Source: an optimization exercise on an open RTL-to-GDS flow (aim: small area, a short achievable clock period and few clock cycles). Production flows keep margins and buffers that such runs may drop. In this exercise RTL edits were held to simulation tests only and were not proved equivalent to the original.

--- design/flow/config.mk ---
export PLATFORM = sky130hd
export DESIGN_NAME = gcm_top
export DESIGN_NICKNAME = gcm_top
export VERILOG_FILES = /design/flow/design.v
export SDC_FILE = /design/flow/constraint.sdc
export NUM_CORES = 8
export LEC_CHECK = 0
export CAP_MARGIN = 40
export CORE_MARGIN = 2
export CORE_UTILIZATION = 40
export SETUP_SLACK_MARGIN = 4
export SLEW_MARGIN = 40
--- design/flow/constraint.sdc ---
create_clock -name core_clock -period 11.0 [get_ports {clk}]
set_input_delay 2.2000 -clock core_clock [delete_from_list [all_inputs] [get_ports {clk}]]
set_output_delay 2.2000 -clock core_clock [all_outputs]
set_load 0.01 [all_outputs]
--- design/flow/design.v ---
module aes_sbox (
    input  wire [7:0] a,
    output wire [7:0] y
);
    wire U0, U1, U2, U3, U4, U5, U6, U7;
    assign {U0, U1, U2, U3, U4, U5, U6, U7} = a;
    wire T1, T2, T3, T4, T5, T6, T7, T8, T9, T10, T11, T12;
    wire T13, T14, T15, T16, T17, T18, T19, T20, T21, T22, T23, T24;
    wire T25, T26, T27, M1, M2, M3, M4, M5, M6, M7, M8, M9;
    wire M10, M11, M12, M13, M14, M15, M16, M17, M18, M19, M20, M21;
    wire M22, M23, M24, M25, M26, M27, M28, M29, M30, M31, M32, M33;
    wire M34, M35, M36, M37, M38, M39, M40, M41, M42, M43, M44, M45;
    wire M46, M47, M48, M49, M50, M51, M52, M53, M54, M55, M56, M57;
    wire M58, M59, M60, M61, M62, M63, L0, L1, L2, L3, L4, L5;
    wire L6, L7, L8, L9, L10, L11, L12, L13, L14, L15, L16, L17;
    wire L18, L19, L20, L21, L22, L23, L24, L25, L26, L27, L28, L29;
    wire S0, S1, S2, S3, S4, S5, S6, S7;
    assign T1 = U0 ^ U3;
    assign T2 = U0 ^ U5;
    assign T3 = U0 ^ U6;
    assign T4 = U3 ^ U5;
    assign T5 = U4 ^ U6;
    assign T6 = T1 ^ T5;
    assign T7 = U1 ^ U2;
    assign T8 = U7 ^ T6;
    assign T9 = U7 ^ T7;
    assign T10 = T6 ^ T7;
    assign T11 = U1 ^ U5;
    assign T12 = U2 ^ U5;
    assign T13 = T3 ^ T4;
    assign T14 = T6 ^ T11;
    assign T15 = T5 ^ T11;
    assign T16 = T5 ^ T12;
    assign T17 = T9 ^ T16;
    assign T18 = U3 ^ U7;
    assign T19 = T7 ^ T18;
    assign T20 = T1 ^ T19;
    assign T21 = U6 ^ U7;
    assign T22 = T7 ^ T21;
    assign T23 = T2 ^ T22;
    assign T24 = T2 ^ T10;
    assign T25 = T20 ^ T17;
    assign T26 = T3 ^ T16;
    assign T27 = T1 ^ T12;
    assign M1 = T13 & T6;
    assign M2 = T23 & T8;
    assign M3 = T14 ^ M1;
    assign M4 = T19 & U7;
    assign M5 = M4 ^ M1;
    assign M6 = T3 & T16;
    assign M7 = T22 & T9;
    assign M8 = T26 ^ M6;
    assign M9 = T20 & T17;
    assign M10 = M9 ^ M6;
    assign M11 = T1 & T15;
    assign M12 = T4 & T27;
    assign M13 = M12 ^ M11;
    assign M14 = T2 & T10;
    assign M15 = M14 ^ M11;
    assign M16 = M3 ^ M2;
    assign M17 = M5 ^ T24;
    assign M18 = M8 ^ M7;
    assign M19 = M10 ^ M15;
    assign M20 = M16 ^ M13;
    assign M21 = M17 ^ M15;
    assign M22 = M18 ^ M13;
    assign M23 = M19 ^ T25;
    assign M24 = M22 ^ M23;
    assign M25 = M22 & M20;
    assign M26 = M21 ^ M25;
    assign M27 = M20 ^ M21;
    assign M28 = M23 ^ M25;
    assign M29 = M28 & M27;
    assign M30 = M26 & M24;
    assign M31 = M20 & M23;
    assign M32 = M27 & M31;
    assign M33 = M27 ^ M25;
    assign M34 = M21 & M22;
    assign M35 = M24 & M34;
    assign M36 = M24 ^ M25;
    assign M37 = M21 ^ M29;
    assign M38 = M32 ^ M33;
    assign M39 = M23 ^ M30;
    assign M40 = M35 ^ M36;
    assign M41 = M38 ^ M40;
    assign M42 = M37 ^ M39;
    assign M43 = M37 ^ M38;
    assign M44 = M39 ^ M40;
    assign M45 = M42 ^ M41;
    assign M46 = M44 & T6;
    assign M47 = M40 & T8;
    assign M48 = M39 & U7;
    assign M49 = M43 & T16;
    assign M50 = M38 & T9;
    assign M51 = M37 & T17;
    assign M52 = M42 & T15;
    assign M53 = M45 & T27;
    assign M54 = M41 & T10;
    assign M55 = M44 & T13;
    assign M56 = M40 & T23;
    assign M57 = M39 & T19;
    assign M58 = M43 & T3;
    assign M59 = M38 & T22;
    assign M60 = M37 & T20;
    assign M61 = M42 & T1;
    assign M62 = M45 & T4;
    assign M63 = M41 & T2;
    assign L0 = M61 ^ M62;
    assign L1 = M50 ^ M56;
    assign L2 = M46 ^ M48;
    assign L3 = M47 ^ M55;
    assign L4 = M54 ^ M58;
    assign L5 = M49 ^ M61;
    assign L6 = M62 ^ L5;
    assign L7 = M46 ^ L3;
    assign L8 = M51 ^ M59;
    assign L9 = M52 ^ M53;
    assign L10 = M53 ^ L4;
    assign L11 = M60 ^ L2;
    assign L12 = M48 ^ M51;
    assign L13 = M50 ^ L0;
    assign L14 = M52 ^ M61;
    assign L15 = M55 ^ L1;
    assign L16 = M56 ^ L0;
    assign L17 = M57 ^ L1;
    assign L18 = M58 ^ L8;
    assign L19 = M63 ^ L4;
    assign L20 = L0 ^ L1;
    assign L21 = L1 ^ L7;
    assign L22 = L3 ^ L12;
    assign L23 = L18 ^ L2;
    assign L24 = L15 ^ L9;
    assign L25 = L6 ^ L10;
    assign L26 = L7 ^ L9;
    assign L27 = L8 ^ L10;
    assign L28 = L11 ^ L14;
    assign L29 = L11 ^ L17;
    assign S0 = L6 ^ L24;
    assign S1 = ~(L16 ^ L26);
    assign S2 = ~(L19 ^ L28);
    assign S3 = L6 ^ L21;
    assign S4 = L20 ^ L22;
    assign S5 = L25 ^ L29;
    assign S6 = ~(L13 ^ L27);
    assign S7 = ~(L6 ^ L23);
    assign y = {S0, S1, S2, S3, S4, S5, S6, S7};
endmodule
module aes_ring #(parameter TW = 2) (
    input  wire          clk,
    input  wire          rst,
    output wire          free,        
    input  wire          ins_v,
    input  wire [127:0]  ins_blk,     
    input  wire [255:0]  ins_key,     
    input  wire [TW-1:0] ins_tag,
    output reg           out_v,       
    output reg  [127:0]  out_blk,
    output reg  [TW-1:0] out_tag
);
    reg [127:0]  xs [0:6];
    reg [255:0]  xk [0:6];
    reg          xv [0:6];
    reg          xp [0:6];
    reg [TW-1:0] xt [0:6];
    assign free = ~(xv[6] & ~xp[6]);
    function [7:0] xtime(input [7:0] b);
        xtime = {b[6:0], 1'b0} ^ (b[7] ? 8'h1b : 8'h00);
    endfunction
    function [127:0] shift_rows(input [127:0] s);
        integer r, c;
        begin
            for (c = 0; c < 4; c = c + 1)
                for (r = 0; r < 4; r = r + 1)
                    shift_rows[127 - 8*(4*c + r) -: 8] = s[127 - 8*(4*((c + r) % 4) + r) -: 8];
        end
    endfunction
    function [127:0] mix_columns(input [127:0] s);
        integer c;
        reg [7:0] a0, a1, a2, a3;
        begin
            for (c = 0; c < 4; c = c + 1) begin
                a0 = s[127 - 32*c -: 8];
                a1 = s[119 - 32*c -: 8];
                a2 = s[111 - 32*c -: 8];
                a3 = s[103 - 32*c -: 8];
                mix_columns[127 - 32*c -: 8] = xtime(a0 ^ a1) ^ a1 ^ (a2 ^ a3);
                mix_columns[119 - 32*c -: 8] = xtime(a1 ^ a2) ^ a2 ^ (a3 ^ a0);
                mix_columns[111 - 32*c -: 8] = xtime(a2 ^ a3) ^ a3 ^ (a0 ^ a1);
                mix_columns[103 - 32*c -: 8] = xtime(a3 ^ a0) ^ a0 ^ (a1 ^ a2);
            end
        end
    endfunction
    genvar s, i;
    generate
        for (s = 0; s < 7; s = s + 1) begin : g_st
            wire [127:0] in_st = xs[s];
            wire [255:0] in_kw = xk[s];
            wire         in_ps = xp[s];
            wire [127:0] sub;
            for (i = 0; i < 16; i = i + 1) begin : g_sb
                aes_sbox u_sb (.a(in_st[127 - 8*i -: 8]), .y(sub[127 - 8*i -: 8]));
            end
            wire [127:0] sr     = shift_rows(sub);
            wire [127:0] out_st = mix_columns(sr) ^ in_kw[127:0];
            wire [31:0] sw;
            for (i = 0; i < 4; i = i + 1) begin : g_ksb
                aes_sbox u_ksb (.a(in_kw[8*i +: 8]), .y(sw[8*i +: 8]));
            end
            wire [31:0] sw_rot = {sw[23:0], sw[31:24]};
            localparam [7:0] RC0 = 8'h01 << ((s + 2) / 2 - 1);
            localparam [7:0] RC1 = 8'h01 << ((s + 9) / 2 - 1);
            wire [31:0] t0 = (s % 2 == 0) ? (sw_rot ^ {RC0, 24'h0}) : sw;
            wire [31:0] t1 = (s % 2 == 1) ? (sw_rot ^ {RC1, 24'h0}) : sw;
            wire [31:0] t  = (s == 6) ? t0 : (in_ps ? t1 : t0);
            wire [31:0] w0 = in_kw[255:224], w1 = in_kw[223:192], w2 = in_kw[191:160], w3 = in_kw[159:128];
            wire [31:0] w01 = w0 ^ w1;
            wire [31:0] n0 = w0 ^ t;
            wire [31:0] n1 = w01 ^ t;
            wire [31:0] n2 = (w01 ^ w2) ^ t;
            wire [31:0] n3 = (w01 ^ (w2 ^ w3)) ^ t;
            wire [255:0] out_kw = {in_kw[127:0], n0, n1, n2, n3};
            if (s < 6) begin : g_mid
                always @(posedge clk) begin
                    xs[s+1] <= out_st;
                    xk[s+1] <= out_kw;
                    xp[s+1] <= in_ps;
                    xt[s+1] <= xt[s];
                    if (rst) xv[s+1] <= 1'b0;
                    else     xv[s+1] <= xv[s];
                end
            end else begin : g_last
                wire recirc = xv[6] & ~in_ps;
                always @(posedge clk) begin
                    xs[0] <= recirc ? out_st : ins_blk;
                    xk[0] <= recirc ? out_kw : ins_key;
                    xp[0] <= recirc;
                    xt[0] <= recirc ? xt[6] : ins_tag;
                    out_blk <= sr ^ in_kw[127:0];
                    out_tag <= xt[6];
                    if (rst) begin
                        xv[0] <= 1'b0;
                        out_v <= 1'b0;
                    end else begin
                        xv[0] <= recirc | ins_v;
                        out_v <= xv[6] & in_ps;
                    end
                end
            end
        end
    endgenerate
endmodule
module gcm_top (
    input  wire         clk,
    input  wire         rst,
    input  wire         cmd_valid,
    output wire         cmd_ready,
    input  wire [2:0]   cmd_op,
    input  wire [255:0] cmd_data,
    input  wire [4:0]   cmd_nbytes,
    output reg          out_valid,
    output reg          out_tag,
    output reg  [127:0] out_data
);
    localparam OP_KEY = 3'd0, OP_START = 3'd1, OP_AAD = 3'd2, OP_TEXT = 3'd3, OP_FINISH = 3'd4;
    localparam D  = 16;                 
    localparam Q  = 8;                  
    localparam K_CTR = 2'd0, K_J0 = 2'd1, K_H = 2'd2;
    reg         rdy;
    reg         s1_v, sk_v;
    reg [2:0]   s1_op, sk_op;
    reg [255:0] s1_d, sk_d;
    reg [4:0]   s1_n, sk_n;
    assign cmd_ready = rdy;
    wire xfer = cmd_valid & rdy;
    reg [255:0] key;
    reg [95:0]  ivk;           
    reg [31:0]  ctr;           
    reg         hq, jq;        
    reg         f_spec;        
    reg         f_open;        
    reg signed [5:0] f_dlt;    
    reg [5:0]   fly;           
    reg [5:0]   cnt;           
    reg [4:0]   rd, wr;
    reg [127:0] ks  [0:D-1];
    reg [1:0]   ksk [0:D-1];
    reg [2:0]   cq_op [0:Q-1];
    reg [127:0] cq_d  [0:Q-1];
    reg [4:0]   cq_n  [0:Q-1];
    reg [3:0]   cq_cnt;
    reg [2:0]   cq_rd, cq_wr;
    reg         decrypt;
    reg [127:0] h, ej0;
    reg [56:0]  len_a;         
    reg [60:0]  len_c;         
    reg [127:0] gin;
    reg         gin_v, gin_fin;
    reg [127:0] y;
    reg         tagp;
    wire s1_key = s1_op == OP_KEY;
    wire s1_st  = s1_op == OP_START;
    wire s1_txt = s1_op == OP_TEXT;
    wire s1_fin = s1_op == OP_FINISH;
    wire s1_use = s1_op <= OP_FINISH;        
    wire f_done = ~f_open & ~f_dlt[5];       
    wire cq_full = cq_cnt == Q;
    wire s1_can = ~s1_use | (~cq_full & (s1_key ? (f_done & ~hq & ~jq) :
                                         s1_st  ? (f_done & ~jq) : 1'b1));
    wire s1_go  = s1_v & s1_can;
    wire enq    = s1_go & s1_use;
    wire s1_free = ~s1_v | s1_can;
    wire e_key  = s1_go & s1_key;
    wire e_st   = s1_go & s1_st;
    wire e_txt  = s1_go & s1_txt;
    wire e_fin  = s1_go & s1_fin;
    wire         r_free, r_ov;
    wire [127:0] r_out;
    wire [1:0]   r_otag;
    wire room    = ({1'b0, cnt} + {1'b0, fly}) < D;
    wire ins_h   = hq;
    wire ins_j   = ~hq & jq;
    wire ins_c   = ~hq & ~jq & (f_open | f_dlt[5]);
    wire ins_v   = (ins_h | ins_j | ins_c) & room;
    wire do_ins  = ins_v & r_free;
    wire [95:0]  ins_hi = ins_h ? key[255:160] : ivk;
    wire [31:0]  ins_lo = (ins_h ? 32'd0 : ins_j ? 32'd1 : ctr) ^ key[159:128];
    wire [1:0]   ins_tag = ins_h ? K_H : ins_j ? K_J0 : K_CTR;
    aes_ring #(.TW(2)) u_ring (
        .clk(clk), .rst(rst), .free(r_free), .ins_v(ins_v), .ins_blk({ins_hi, ins_lo}),
        .ins_key(key), .ins_tag(ins_tag), .out_v(r_ov), .out_blk(r_out), .out_tag(r_otag)
    );
    wire [2:0]   c_op  = cq_op[cq_rd];
    wire [127:0] c_d   = cq_d[cq_rd];
    wire [4:0]   c_n   = cq_n[cq_rd];
    wire         c_v   = cq_cnt != 4'd0;
    wire         k_v   = cnt != 6'd0;
    wire [127:0] k_d   = ks[rd];
    wire [1:0]   k_k   = ksk[rd];
    wire c_key = c_op == OP_KEY;
    wire c_st  = c_op == OP_START;
    wire c_aad = c_op == OP_AAD;
    wire c_txt = c_op == OP_TEXT;
    wire c_fin = c_op == OP_FINISH;
    wire junk  = c_v & (c_key | c_st) & k_v & (k_k == K_CTR);
    wire x_key = c_v & c_key & k_v & (k_k == K_H);
    wire x_st  = c_v & c_st & k_v & (k_k == K_J0) & ~(gin_v & gin_fin) & ~tagp;
    wire x_aad = c_v & c_aad;
    wire x_txt = c_v & c_txt & k_v & ~tagp;
    wire x_fin = c_v & c_fin;
    wire deq   = x_key | x_st | x_aad | x_txt | x_fin;
    wire pop   = junk | x_key | x_st | x_txt;
    wire push  = r_ov;
    function [127:0] byte_mask(input [4:0] n);
        integer k;
        begin
            for (k = 0; k < 16; k = k + 1)
                byte_mask[127 - 8*k -: 8] = (k < n) ? 8'hFF : 8'h00;
        end
    endfunction
    wire [4:0]   n_eff = (c_n == 5'd0 || c_n > 5'd16) ? 5'd16 : c_n;
    wire [127:0] tmask = byte_mask(n_eff);
    wire [127:0] ctext = (c_d ^ k_d) & tmask;
    wire [127:0] ptext = c_d & tmask;
    wire [127:0] gm;
    gf128_mul u_mul (.a(y ^ gin), .b(h), .z(gm));
    always @(posedge clk) begin
        if (s1_free) begin
            s1_op <= sk_v ? sk_op : cmd_op;
            s1_d  <= sk_v ? sk_d  : cmd_data;
            s1_n  <= sk_v ? sk_n  : cmd_nbytes;
        end
        if (~sk_v) begin
            sk_op <= cmd_op;
            sk_d  <= cmd_data;
            sk_n  <= cmd_nbytes;
        end
        if (e_key) key <= s1_d;
        if (e_st) ivk <= s1_d[95:0] ^ key[255:160];
        if (e_st)
            ctr <= 32'd2;
        else if (do_ins & ins_c)
            ctr <= ctr + 32'd1;
        if (enq) begin
            cq_op[cq_wr] <= s1_op;
            cq_d[cq_wr]  <= s1_d[127:0];
            cq_n[cq_wr]  <= s1_n;
        end
        if (push) begin
            ks[wr]  <= r_out;
            ksk[wr] <= r_otag;
        end
        if (x_key) h <= k_d;
        if (x_st) begin
            ej0     <= k_d;
            decrypt <= c_d[96];
        end
        gin_fin <= x_fin;
        if (x_aad) gin <= c_d;
        if (x_txt) gin <= decrypt ? ptext : ctext;
        if (x_fin) gin <= {len_a, 7'd0, len_c, 3'd0};
        if (x_st) begin
            len_a <= 57'd0;
            len_c <= 61'd0;
        end else begin
            if (x_aad) len_a <= len_a + 57'd1;
            if (x_txt) len_c <= len_c + {56'd0, n_eff};
        end
        if (gin_v)     y <= gm;
        else if (x_st) y <= 128'd0;
        if (x_txt)     out_data <= ctext;
        else if (tagp) out_data <= y ^ ej0;
        out_tag <= tagp;
        if (rst) begin
            s1_v      <= 1'b0;
            sk_v      <= 1'b0;
            rdy       <= 1'b0;
            hq        <= 1'b0;
            jq        <= 1'b0;
            f_spec    <= 1'b0;
            f_open    <= 1'b0;
            f_dlt     <= 6'sd0;
            fly       <= 6'd0;
            cnt       <= 6'd0;
            rd        <= 5'd0;
            wr        <= 5'd0;
            cq_cnt    <= 4'd0;
            cq_rd     <= 3'd0;
            cq_wr     <= 3'd0;
            gin_v     <= 1'b0;
            tagp      <= 1'b0;
            out_valid <= 1'b0;
        end else begin
            if (s1_free) s1_v <= sk_v | xfer;
            sk_v <= ~s1_free & (sk_v | xfer);
            rdy  <= ~(~s1_free & (sk_v | xfer));
            if (e_key) hq <= 1'b1;
            else if (do_ins & ins_h) hq <= 1'b0;
            if (e_st) jq <= 1'b1;
            else if (do_ins & ins_j) jq <= 1'b0;
            if (e_st) f_spec <= 1'b1;
            else if (e_fin | e_txt) f_spec <= 1'b0;
            if (e_st) f_open <= 1'b1;
            else if (e_fin) f_open <= 1'b0;
            if (e_st)
                f_dlt <= 6'sd0;
            else
                f_dlt <= f_dlt + {5'd0, do_ins & ins_c} - {5'd0, e_txt};
            fly <= fly + {5'd0, do_ins} - {5'd0, r_ov};
            cnt <= cnt + {5'd0, push} - {5'd0, pop};
            if (push) wr <= (wr == D - 1) ? 5'd0 : wr + 5'd1;
            if (pop)  rd <= (rd == D - 1) ? 5'd0 : rd + 5'd1;
            cq_cnt <= cq_cnt + {3'd0, enq} - {3'd0, deq};
            if (enq) cq_wr <= cq_wr + 3'd1;
            if (deq) cq_rd <= cq_rd + 3'd1;
            gin_v <= x_aad | x_txt | x_fin;
            tagp  <= gin_v & gin_fin;
            out_valid <= x_txt | tagp;
        end
    end
endmodule
module clmul #(parameter N = 128) (
    input  wire [N-1:0]   a,
    input  wire [N-1:0]   b,
    output wire [2*N-2:0] p
);
    generate
        if (N <= 8) begin : g_school
            reg [2*N-2:0] r;
            integer i, j;
            always @(*) begin
                r = {(2*N-1){1'b0}};
                for (i = 0; i < N; i = i + 1)
                    for (j = 0; j < N; j = j + 1)
                        r[i+j] = r[i+j] ^ (a[i] & b[j]);
            end
            assign p = r;
        end else begin : g_kara
            localparam H = N / 2;
            wire [2*H-2:0] p0, p1, p2;
            clmul #(H) u_lo  (.a(a[H-1:0]), .b(b[H-1:0]), .p(p0));
            clmul #(H) u_hi  (.a(a[N-1:H]), .b(b[N-1:H]), .p(p2));
            clmul #(H) u_mid (.a(a[H-1:0] ^ a[N-1:H]), .b(b[H-1:0] ^ b[N-1:H]), .p(p1));
            wire [2*H-2:0] m = p1 ^ (p0 ^ p2);
            assign p = {p2, 1'b0, p0} ^ {{(H-1){1'b0}}, m, {H{1'b0}}};
        end
    endgenerate
endmodule
module gf128_mul (
    input  wire [127:0] a,
    input  wire [127:0] b,
    output wire [127:0] z
);
    wire [127:0] ar, br, zr;
    wire [254:0] p;
    genvar i;
    generate
        for (i = 0; i < 128; i = i + 1) begin : g_rev
            assign ar[i] = a[127 - i];
            assign br[i] = b[127 - i];
            assign z[127 - i] = zr[i];
        end
    endgenerate
    clmul #(128) u_mul (.a(ar), .b(br), .p(p));
    wire [126:0] hi = p[254:128];
    wire [133:0] f  = ({7'b0, hi} ^ {6'b0, hi, 1'b0}) ^ ({5'b0, hi, 2'b0} ^ {hi, 7'b0});
    wire [5:0]   g  = f[133:128];
    wire [12:0]  gf = ({7'b0, g} ^ {6'b0, g, 1'b0}) ^ ({5'b0, g, 2'b0} ^ {g, 7'b0});
    assign zr = (p[127:0] ^ f[127:0]) ^ {115'b0, gf};
endmodule
--- design/flow/run.sh ---
#!/bin/bash
# synth_recipe.tcl (not shown) runs the flow's synth.tcl, then flattens the netlist and writes it again
# the make line also repeats each setting of config.mk as NAME=value (left out here)
make -C /OpenROAD-flow-scripts/flow DESIGN_CONFIG=/design/flow/config.mk WORK_HOME=/design/flow/orfs CLKGATE_MAP_FILE= SYNTH_SCRIPT=/design/flow/synth_recipe.tcl finish
==> metrics.yaml <==
fin_nets: 64950
path_clk_slew_ns: 0.06
core_area_um2: 1547000
drc: 0
skew_ns: 0.2081
fmax_ghz: 0.1349
avgSynthCellArea_um2: 9.688
crit_fanout: 7
end_kind: "flop"
track_usage_pct: 37.71
synthesis.nets: 64600
post_synth_inst_count: 64010
cts-buffers-inserted: 845
hold_class: "reg -> reg"
max_slew_margin_pct: 23.39
final_area_um2: 704900
initial_utilization_pct: 40.08
reg2reg_depth: 17
fin_tns_setup_ns: 0
synth_ff_type: "edfxtp_1"
tightest_slew_ns: 1.141
antenna_found_initial: 584
async_flop_share_pct: 0
drtAntennaViolNets: 0
finalWirelength_um: 3091000
grt_pass1_vias: 465300
io_pins: 398
status: "complete, no violations"
dieArea_um2: 1560000
clockRootBuffer: "clkbuf_16"
cts_sinks: 7742
portBuffers: 397
grt_pass1_wl_um: 4083000
cts_max_level: 6
layout-drive-gt1-share_pct: 12.49
critPathKind: "reg -> reg"
setup_viol: 0
min_path_cells: 0
synth.top_cells.by_count: "xnor2_1, nor2_1, xor2_1"
slew_viol_final: 0
hold_slack_ns: 0.2838
cts_tree: "done"
yosysSeqAreaShare_pct: 32.12
cts_hold_buf: 0
cap_violations: 0
yosysTopAreaCell: "edfxtp_1"
fin_cells: 86620
placed_area_um2: 666800
period_needed_ns: 7.415
drtIter0Drc: 81890
globalRouteOverflowTotal: 0
period_share_pct: 67.41
clk_latency_ns: 1.35
crit_required_ns: 11.98
die_y_um: 1249
die_w_um: 1249
ys_ff_latch: 7742
drt-pass1-iter-count: 10
rsz0062_at_grt: "yes"
fp-row-count: 457
cp-start-kind: "flop"
synth_enable_flop_cells: 4415
cts.path.max_buffers: 5
viasPerCell: 6.021
vias: 521500
synthTopCellsByArea: "edfxtp_1, xnor2_1, dfxtp_1"
yosysMostFrequentCell: "xnor2_1"
place_congestion: 1.093
synth.distinct_cells: 128
synth_top_area_share_pct: 21.38
syn_to_final_growth_pct: 13.67
syn_area_um2: 620100
grt_max_degree: 182
post-place-cells: 84100
hold_viol_final: 0
ys_warn_count: 8
hpwlAfterDp_um: 2441000
wire_per_inst_um: 35.69
cp.arrival_ns: 8.39
==> logic make-up after synthesis <==
| logic type | Yosys count | synth area share [%] |
|---|---|---|
| AO/OA/AOI/OAI | 10620 | 11.11 |
| XOR/XNOR | 22300 | 36.26 |
| adder cells (fa/ha/maj) | 451 | 0.8676 |
| buffers and inverters | 4109 | 2.637 |
| flip-flops | 7742 | 32.12 |
| multiplexers | 2234 | 5.518 |
| AND/OR/NAND/NOR | 16550 | 11.49 |
==> final timing paths <==
check / start / to / slack [ns]
worst max-delay path: y[3] / y[90] / 3.58
worst min register to register: u_ring.xt[2][1] / u_ring.xt[3][1] / 0.28
worst min-delay path: u_ring.xt[2][1] / u_ring.xt[3][1] / 0.28
worst max register to register: y[3] / y[90] / 3.58
==> final cells by class <==
| class | count | area [um2] |
|---|---|---|
| fill | 146400 | 842400 |
| multi-input combinational | 52160 | 420400 |
| sequential | 7742 | 199600 |
| tap | 20660 | 25840 |
| timing repair buffer | 2986 | 24910 |
| clock buffer | 1150 | 23710 |
| clock inverter | 434 | 5953 |
| inverter | 617 | 2337 |
| antenna | 876 | 2192 |
==> repair_timing <==
action                                  4_1_cts  5_1_grt
setup buffers                                 8       26
pin swaps                                     3       16
resized for setup                           163      479
cloned                                        0        1
endpoints found under the hold margin         0        0
endpoints found under the setup margin      304      638
==> registers in the layout, summed over array words and instances (netlist names), 256 cells and up, named ones only <==
register	flops
key	256
sk_d	256
u_ring.xk	1792
s1_d	256
ks	2048
cq_d	1024
u_ring.xs	896
==> worst max-delay path, cell delays in order (launching register included) <==
cell and delay, ns:
edfxtp_1 0.52, xor2_4 0.35, buf_4 0.33, buf_4 0.24, nand2_1 0.08, xor2_1 0.15
xnor2_1 0.29, xnor3_1 0.45, xnor2_2 0.81, xnor2_1 0.37, xnor2_4 0.61, xnor2_1 0.21
xnor2_1 0.26, xnor2_1 0.78, xnor2_1 0.25, xor2_1 0.62, xnor2_1 0.43, and2_1 0.28
==> cells in the final DEF (no fill, tap or decap), types with 1002 or more instances in the layout <==
master	netlist	layout
a21oi_1	2824	2806
buf_4	25	2440
dfxtp_1	3327	3070
edfxtp_1	4415	4415
nand2_1	4793	4791
nand3_1	1002	1002
nor2_1	7445	7413
o21ai_0	2236	2177
xnor2_1	14420	13320
xnor2_2	263	1160
xnor3_1	1574	1511
xor2_1	5610	5256
==> metrics by stage <==
| step | worst slack [ns] | util [%] |
|---|---|---|
| after floorplan | 2.921 | - |
| after global placement | 2.318 | 42.58 |
| after detailed placement | 3.344 | 43.09 |
| after CTS | 3.787 | 45.08 |
| after global routing | 3.803 | 45.50 |
| final | 3.585 | 45.56 |
==> layer usage <==
| layer | up-vias | GRT usage [%] | part of all wire [%] |
|---|---|---|---|
| met1 | 257900 | 50.65 | 40 |
| met4 | 246 | 24.41 | 7.7 |
| li1 | 223300 | - | - |
| met5 | - | 1.588 | 0.16 |
| met2 | 34110 | 49.32 | 38 |
| met3 | 5988 | 15.18 | 14 |
Testbench counts, summed over its fixed seeds: cycles 2,449.

what the ideal ports hide:
Ports are ideal in the flow. The routed layout listed here was re-timed in OpenROAD.
Step 1 sets driving cells, clkbuf_16 on the clock port and buf_2 on the other inputs (assumed; they add their load-dependent delay and slew).
Step 2, shift: input delay + t, output delay - t, t = (earliest + latest rising clock arrival at the registers) / 2. This alone moves slack from input paths to output paths.
Slacks: ideal ports / drivers / drivers and shift; pairs: ideal ports / drivers.
t (ns): 1.454
setup WS [ns]: 3.585 / 3.585 / 3.585
worst setup path at the end: register to register
clock arrival spread, ns: 0.225 / 0.226
slew at the worst register clock pin (ns): 0.09 / 0.09
After both steps this run still meets setup and hold. The setup slack of this run moves by 0.000 ns with the drivers and by 0.000 ns with both steps.
